Source: an optimization exercise on an open RTL-to-GDS flow (aim: small area, a short achievable clock period and few clock cycles per item). Production flows keep margins and buffers that such runs may drop.
In this exercise RTL edits were held to simulation tests only and were not proved equivalent to the original.

==> flow/design.v (excerpt) <==
module aes_pipe (
    input  wire         clk,
    input  wire         rst,         
    input  wire         in_valid,
    output wire         in_ready,
    input  wire         in_key256,   
    input  wire [255:0] in_key,
    input  wire [127:0] in_block,
    output reg          out_valid,
    output reg  [127:0] out_block
);
    localparam integer CW = 15;      
    reg [127:0]      s0;             
    reg [127:0]      ka0, kb0;
    reg              v0, w0;         
    reg [3:0]        r0;             
    reg [16*CW-1:0]  m1;
    reg [4*CW-1:0]   km1;
    reg [127:0]      ka1, kb1;
    reg              v1, w1;
    reg [3:0]        r1;
    reg [127:0]      sub2;
    reg [31:0]       t2;             
    reg              rot2;           
    reg [7:0]        rcon2;          
    reg [127:0]      ka2, kb2;
    reg              v2, w2;
    reg [3:0]        r2;
    reg  load;
    wire last1  = w1 ? (r1 == 4'd14) : (r1 == 4'd10);
    wire last2  = w2 ? (r2 == 4'd14) : (r2 == 4'd10);
    wire v0_n   = load ? in_valid : (v2 && !last2);
    wire ok0_n  = load ? !(in_valid && in_key256)
                       : (!v2 || last2 || !w2 || (r2 >= 4'd4));
    wire ok1_n  = !v0 || !w0 || (r0 >= 4'd5);
    wire load_n = (!v1 || last1) && ok0_n && ok1_n;
    assign in_ready = load;
    always @(posedge clk) begin
        if (rst) begin
            v0        <= 1'b0;
            v1        <= 1'b0;
            v2        <= 1'b0;
            out_valid <= 1'b0;
            load      <= 1'b1;
        end else begin
            v0        <= v0_n;
            v1        <= v0;
            v2        <= v1;
            out_valid <= v2 && last2;
            load      <= load_n;
        end
    end
    wire [127:0]     x  = s0 ^ kb0;
    wire [31:0]      kw = ka0[31:0];      
    wire [16*CW-1:0] m_a;
    wire [4*CW-1:0]  km_a;
    genvar gi;
    generate
  ...
Size: roughly 6500 cells after synthesis, roughly 520 I/O pins, about 69000 um^2 of cells after synthesis.
export LEC_CHECK = 0
export CAP_MARGIN = 20
export CORE_MARGIN = 2
export CORE_UTILIZATION = 68
export CTS_BUF_LIST = sky130_fd_sc_hd__clkbuf_16
export CTS_CLUSTER_DIAMETER = 60
export CTS_CLUSTER_SIZE = 30
export PLACE_DENSITY = 0.78
export SLEW_MARGIN = 20
export SYNTH_HIERARCHICAL = 1
create_clock -name core_clock -period 8.0 [get_ports {clk}]
standard.sh (not shown) runs the stock make flow with config.mk's settings and CLKGATE_MAP_FILE= SYNTH_SCRIPT=/design/flow/synth_recipe.tcl, a recipe that flattens the netlist after the stock synthesis.
==> flow/flow/run.sh <==
#!/bin/bash
# The standard layout (the standard.sh: unchanged synthesis and steps),
# with these changes in how the layout is made:
#  - buffer_ports puts a plain buf_2 on every input and output port instead
#    of the delay cell it picks by itself;
#  - timing repair aims 5.15 ns below the clock period (it stops once the
#    paths meet that), so it sizes the design for a shorter achieved period;
#  - the clock tree's upper half is routed with double-width, double-spacing
#    wires, and no dummy loads are added to it.
# The clock period and constraints are the design's, unchanged.
set -euo pipefail
export BUFFER_PORTS_ARGS="-buffer_cell sky130_fd_sc_hd__buf_2"
export SETUP_SLACK_MARGIN=5.15
export CTS_ARGS="-sink_clustering_enable -repair_clock_nets -sink_clustering_size 30 -sink_clustering_max_diameter 60 -buf_list sky130_fd_sc_hd__clkbuf_16 -apply_ndr half -dont_use_dummy_load"
bash standard.sh > standard.log 2>&1
Testbench counts at the start, summed over its fixed seeds: cycles 15,907, items 1,280.
==> next run, changes <==
==> flow/flow/run.sh (replaced) <==
#!/bin/bash
# The standard layout (the standard.sh, unchanged synthesis and steps),
# with one change: the buffer that buffer_ports puts on every input and
# output port is a plain buf_2 instead of the delay cell it picks by itself.
set -euo pipefail
export BUFFER_PORTS_ARGS="-buffer_cell sky130_fd_sc_hd__buf_2"
bash standard.sh > standard.log 2>&1
--- a/flow/config.mk
+++ b/flow/config.mk
@@ -8,9 +8,10 @@
 export CAP_MARGIN = 20
 export CORE_MARGIN = 2
-export CORE_UTILIZATION = 68
+export CORE_UTILIZATION = 60
 export CTS_BUF_LIST = sky130_fd_sc_hd__clkbuf_16
 export CTS_CLUSTER_DIAMETER = 60
 export CTS_CLUSTER_SIZE = 30
-export PLACE_DENSITY = 0.78
+export PLACE_DENSITY = 0.72
+export SETUP_SLACK_MARGIN = 5
 export SLEW_MARGIN = 20
 export SYNTH_HIERARCHICAL = 1
=>
- cell count increases by 2.8%
- die area increases by 13%
- count of clock-buffer cells in the layout decreases by 2
- maximum frequency decreases by 2.0%
- clock skew decreases by 0.033 ns
- worst setup slack degrades by 0.060 ns
- wire length increases by 1.1%
- register-to-register slack degrades by 0.04 ns
- via count decreases by 0.61%
==> next run, changes <==
==> flow/flow/run.sh (replaced) <==
#!/bin/bash
# The standard layout (the standard.sh: unchanged synthesis and steps),
# with two changes in how the layout is made:
#  - buffer_ports puts a plain buf_2 on every input and output port instead
#    of the delay cell it picks by itself;
#  - timing repair aims 5.3 ns below the clock period (it stops once the
#    paths meet that), so it sizes the design for a shorter achieved period.
# The clock period and constraints are the design's, unchanged.
set -euo pipefail
export BUFFER_PORTS_ARGS="-buffer_cell sky130_fd_sc_hd__buf_2"
export SETUP_SLACK_MARGIN=5.3
bash standard.sh > standard.log 2>&1
--- a/flow/config.mk
+++ b/flow/config.mk
@@ -13,5 +13,4 @@
 export CTS_CLUSTER_SIZE = 30
 export PLACE_DENSITY = 0.72
-export SETUP_SLACK_MARGIN = 5
 export SLEW_MARGIN = 20
 export SYNTH_HIERARCHICAL = 1
The new run went through all stages and came out clean.
Hold slack gets better by 0.0041 ns.
Routed wire length grows by 1.7%.
Worst setup slack gets better by 0.098 ns.
==> next run, changes <==
==> flow/flow/run.sh (replaced) <==
#!/bin/bash
# The standard layout (the standard.sh: unchanged synthesis and steps),
# with two changes in how the layout is made:
#  - buffer_ports puts a plain buf_2 on every input and output port instead
#    of the delay cell it picks by itself;
#  - timing repair aims 5.15 ns below the clock period (it stops once the
#    paths meet that), so it sizes the design for a shorter achieved period.
# The clock period and constraints are the design's, unchanged.
set -euo pipefail
export BUFFER_PORTS_ARGS="-buffer_cell sky130_fd_sc_hd__buf_2"
export SETUP_SLACK_MARGIN=5.15
bash standard.sh > standard.log 2>&1
--- a/flow/config.mk
+++ b/flow/config.mk
@@ -8,9 +8,9 @@
 export CAP_MARGIN = 20
 export CORE_MARGIN = 2
-export CORE_UTILIZATION = 60
+export CORE_UTILIZATION = 68
 export CTS_BUF_LIST = sky130_fd_sc_hd__clkbuf_16
-export CTS_CLUSTER_DIAMETER = 60
-export CTS_CLUSTER_SIZE = 30
-export PLACE_DENSITY = 0.72
+export CTS_CLUSTER_DIAMETER = 40
+export CTS_CLUSTER_SIZE = 20
+export PLACE_DENSITY = 0.78
 export SLEW_MARGIN = 20
 export SYNTH_HIERARCHICAL = 1
=> The changed run finished with timing, DRC and antenna clean; area after synthesis does not change; hold slack gets worse by 0.011 ns.
==> next run, changes <==
==> flow/flow/run.sh (replaced) <==
#!/bin/bash
# The standard layout (the standard.sh, unchanged synthesis and steps),
# with one change: the buffer that buffer_ports puts on every input and
# output port is a plain buf_2 instead of the delay cell it picks by itself.
set -euo pipefail
export BUFFER_PORTS_ARGS="-buffer_cell sky130_fd_sc_hd__buf_2"
bash standard.sh > standard.log 2>&1
==> flow/config.mk (replaced) <==
export PLATFORM = sky130hd
export DESIGN_NAME = aes_pipe
export DESIGN_NICKNAME = aes_pipe
export VERILOG_FILES = /design/flow/design.v
export SDC_FILE = /design/flow/constraint.sdc
export NUM_CORES = 4
export LEC_CHECK = 0
export CAP_MARGIN = 20
export CORE_MARGIN = 2
export CORE_UTILIZATION = 55
export PLACE_DENSITY = 0.65
export SETUP_SLACK_MARGIN = 5
export SLEW_MARGIN = 20
export SYNTH_HIERARCHICAL = 1
What happened: The new run passed the timing, DRC and antenna checks. Clock skew is lower by 0.010 ns. Clock-buffer cell count went up by 38. Die area increases by about 23%. Cell count came out higher by 3.1%. Design area falls by 2.4%.
==> next run, changes <==
--- a/flow/config.mk
+++ b/flow/config.mk
@@ -8,6 +8,9 @@
 export CAP_MARGIN = 20
 export CORE_MARGIN = 2
-export CORE_UTILIZATION = 55
-export PLACE_DENSITY = 0.65
+export CORE_UTILIZATION = 68
+export CTS_BUF_LIST = sky130_fd_sc_hd__clkbuf_16
+export CTS_CLUSTER_DIAMETER = 60
+export CTS_CLUSTER_SIZE = 30
+export PLACE_DENSITY = 0.78
 export SETUP_SLACK_MARGIN = 5
 export SLEW_MARGIN = 20
Result: Sequential share of layout area went up by 0.78 points; final cell count went down by 4.3%; clock skew went up by 0.0036 ns.


Setup of rev 12:
aes_pipe again, from the RTL that the note above started with.
## aes_pipe
module aes_pipe (
    input  wire         clk,
    input  wire         rst,         
    input  wire         in_valid,
    output wire         in_ready,
    input  wire         in_key256,   
    input  wire [255:0] in_key,
    input  wire [127:0] in_block,
    output reg          out_valid,
    output reg  [127:0] out_block
);
==> flow/config.mk <==
export PLATFORM = sky130hd
export DESIGN_NAME = aes_pipe
export DESIGN_NICKNAME = aes_pipe
export VERILOG_FILES = /design/flow/design.v
export SDC_FILE = /design/flow/constraint.sdc
export NUM_CORES = 4
export LEC_CHECK = 0
export CAP_MARGIN = 20
export CORE_MARGIN = 2
export CORE_UTILIZATION = 68
export CTS_BUF_LIST = sky130_fd_sc_hd__clkbuf_16
export CTS_CLUSTER_DIAMETER = 60
export CTS_CLUSTER_SIZE = 30
export PLACE_DENSITY = 0.78
export SLEW_MARGIN = 20
export SYNTH_HIERARCHICAL = 1
==> flow/constraint.sdc <==
create_clock -name core_clock -period 8.0 [get_ports {clk}]
set_input_delay 1.6000 -clock core_clock [delete_from_list [all_inputs] [get_ports {clk}]]
set_output_delay 1.6000 -clock core_clock [all_outputs]
set_load 0.01 [all_outputs]
==> flow/flow/run.sh <==
#!/bin/bash
# The standard layout (the standard.sh: unchanged synthesis and steps),
# with two changes in how the layout is made:
#  - buffer_ports puts a plain buf_2 on every input and output port instead
#    of the delay cell it picks by itself;
#  - timing repair aims 5.15 ns below the clock period (it stops once the
#    paths meet that), so it sizes the design for a shorter achieved period.
# The clock period and constraints are the design's, unchanged.
set -euo pipefail
export BUFFER_PORTS_ARGS="-buffer_cell sky130_fd_sc_hd__buf_2"
export SETUP_SLACK_MARGIN=5.15
bash standard.sh > standard.log 2>&1
Rev 12 completed every stage of the flow, and the final layout passed the timing, DRC and antenna checks.
Testbench counts of rev 12, summed over its fixed seeds: cycles 15,907, items 1,280.
#### Input delta (rev 13 over rev 12)
--- a/flow/config.mk
+++ b/flow/config.mk
@@ -9,3 +9,3 @@
 export CORE_MARGIN = 2
-export CORE_UTILIZATION = 68
+export CORE_UTILIZATION = 75
 export CTS_BUF_LIST = sky130_fd_sc_hd__clkbuf_16
@@ -13,3 +13,3 @@
 export CTS_CLUSTER_SIZE = 30
-export PLACE_DENSITY = 0.78
+export PLACE_DENSITY = 0.85
 export SLEW_MARGIN = 20
--- outcome ---
Rev 13: full flow OK, the timing, DRC and antenna checks passed
Die area is higher on rev 12
The total of plain and repair buffers excluding clock buffers on rev 12 is in line with that on rev 13.
Per the comparison of rev 13 with rev 12, post-layout instance count excluding filler cells dropped 195, final worst-path cycle share climbed 0.61 points, detail-routed via count per cell climbed about 5%.
The multi-input gate share of total cell area reported for rev 13 is greater than that of rev 12 by 0.33 points.
~same clock-pin slew of the registers on the worst-case setup and hold paths in rev 13 and rev 12
Of rev 13 and rev 12, rev 12 shows the lower maximum cell stage delay along the critical path, with rev 13 above it.

separate check: timing with driven ports:
How much do the figures lean on ideal ports? The routed layouts below were timed once more, with nothing changed but the port constraints.
Step 1 assumes that a clkbuf_16 drives the clock port and a buf_2 every other input.
Step 2, shift: input delay + t, output delay - t, t = (earliest + latest rising clock arrival at the registers) / 2. This alone moves slack from input paths to output paths.
Slacks: ideal / step 1 / step 2; pairs: ideal / step 1.
run	t, ns	slack for setup (ns)	hold slack, ns	pins driven straight from the clock port
the first run of note 1	0.758	5.086 / 5.086 / 5.021	0.281 / 0.281 / 0.281	1
the second run of note 1	0.794	5.026 / 4.950 / 4.995	0.310 / 0.310 / 0.310	1
the third run of note 1	0.822	5.124 / 5.039 / 5.044	0.314 / 0.314 / 0.314	1
the fourth run of note 1	0.843	5.108 / 5.030 / 4.992	0.303 / 0.303 / 0.303	1
the fifth run of note 1	0.860	5.033 / 4.958 / 5.037	0.311 / 0.311 / 0.311	1
the sixth run of note 1	0.783	5.035 / 4.969 / 5.004	0.314 / 0.314 / 0.314	1
rev 12	0.796	5.140 / 5.066 / 5.013	0.320 / 0.320 / 0.320	1
rev 13	0.792	5.091 / 5.012 / 4.744	0.312 / 0.312 / 0.312	1
After both steps every run listed still meets setup and hold. The setup slack of rev 13, which loses most, moves by -0.079 ns with the drivers and by -0.347 ns with both steps.
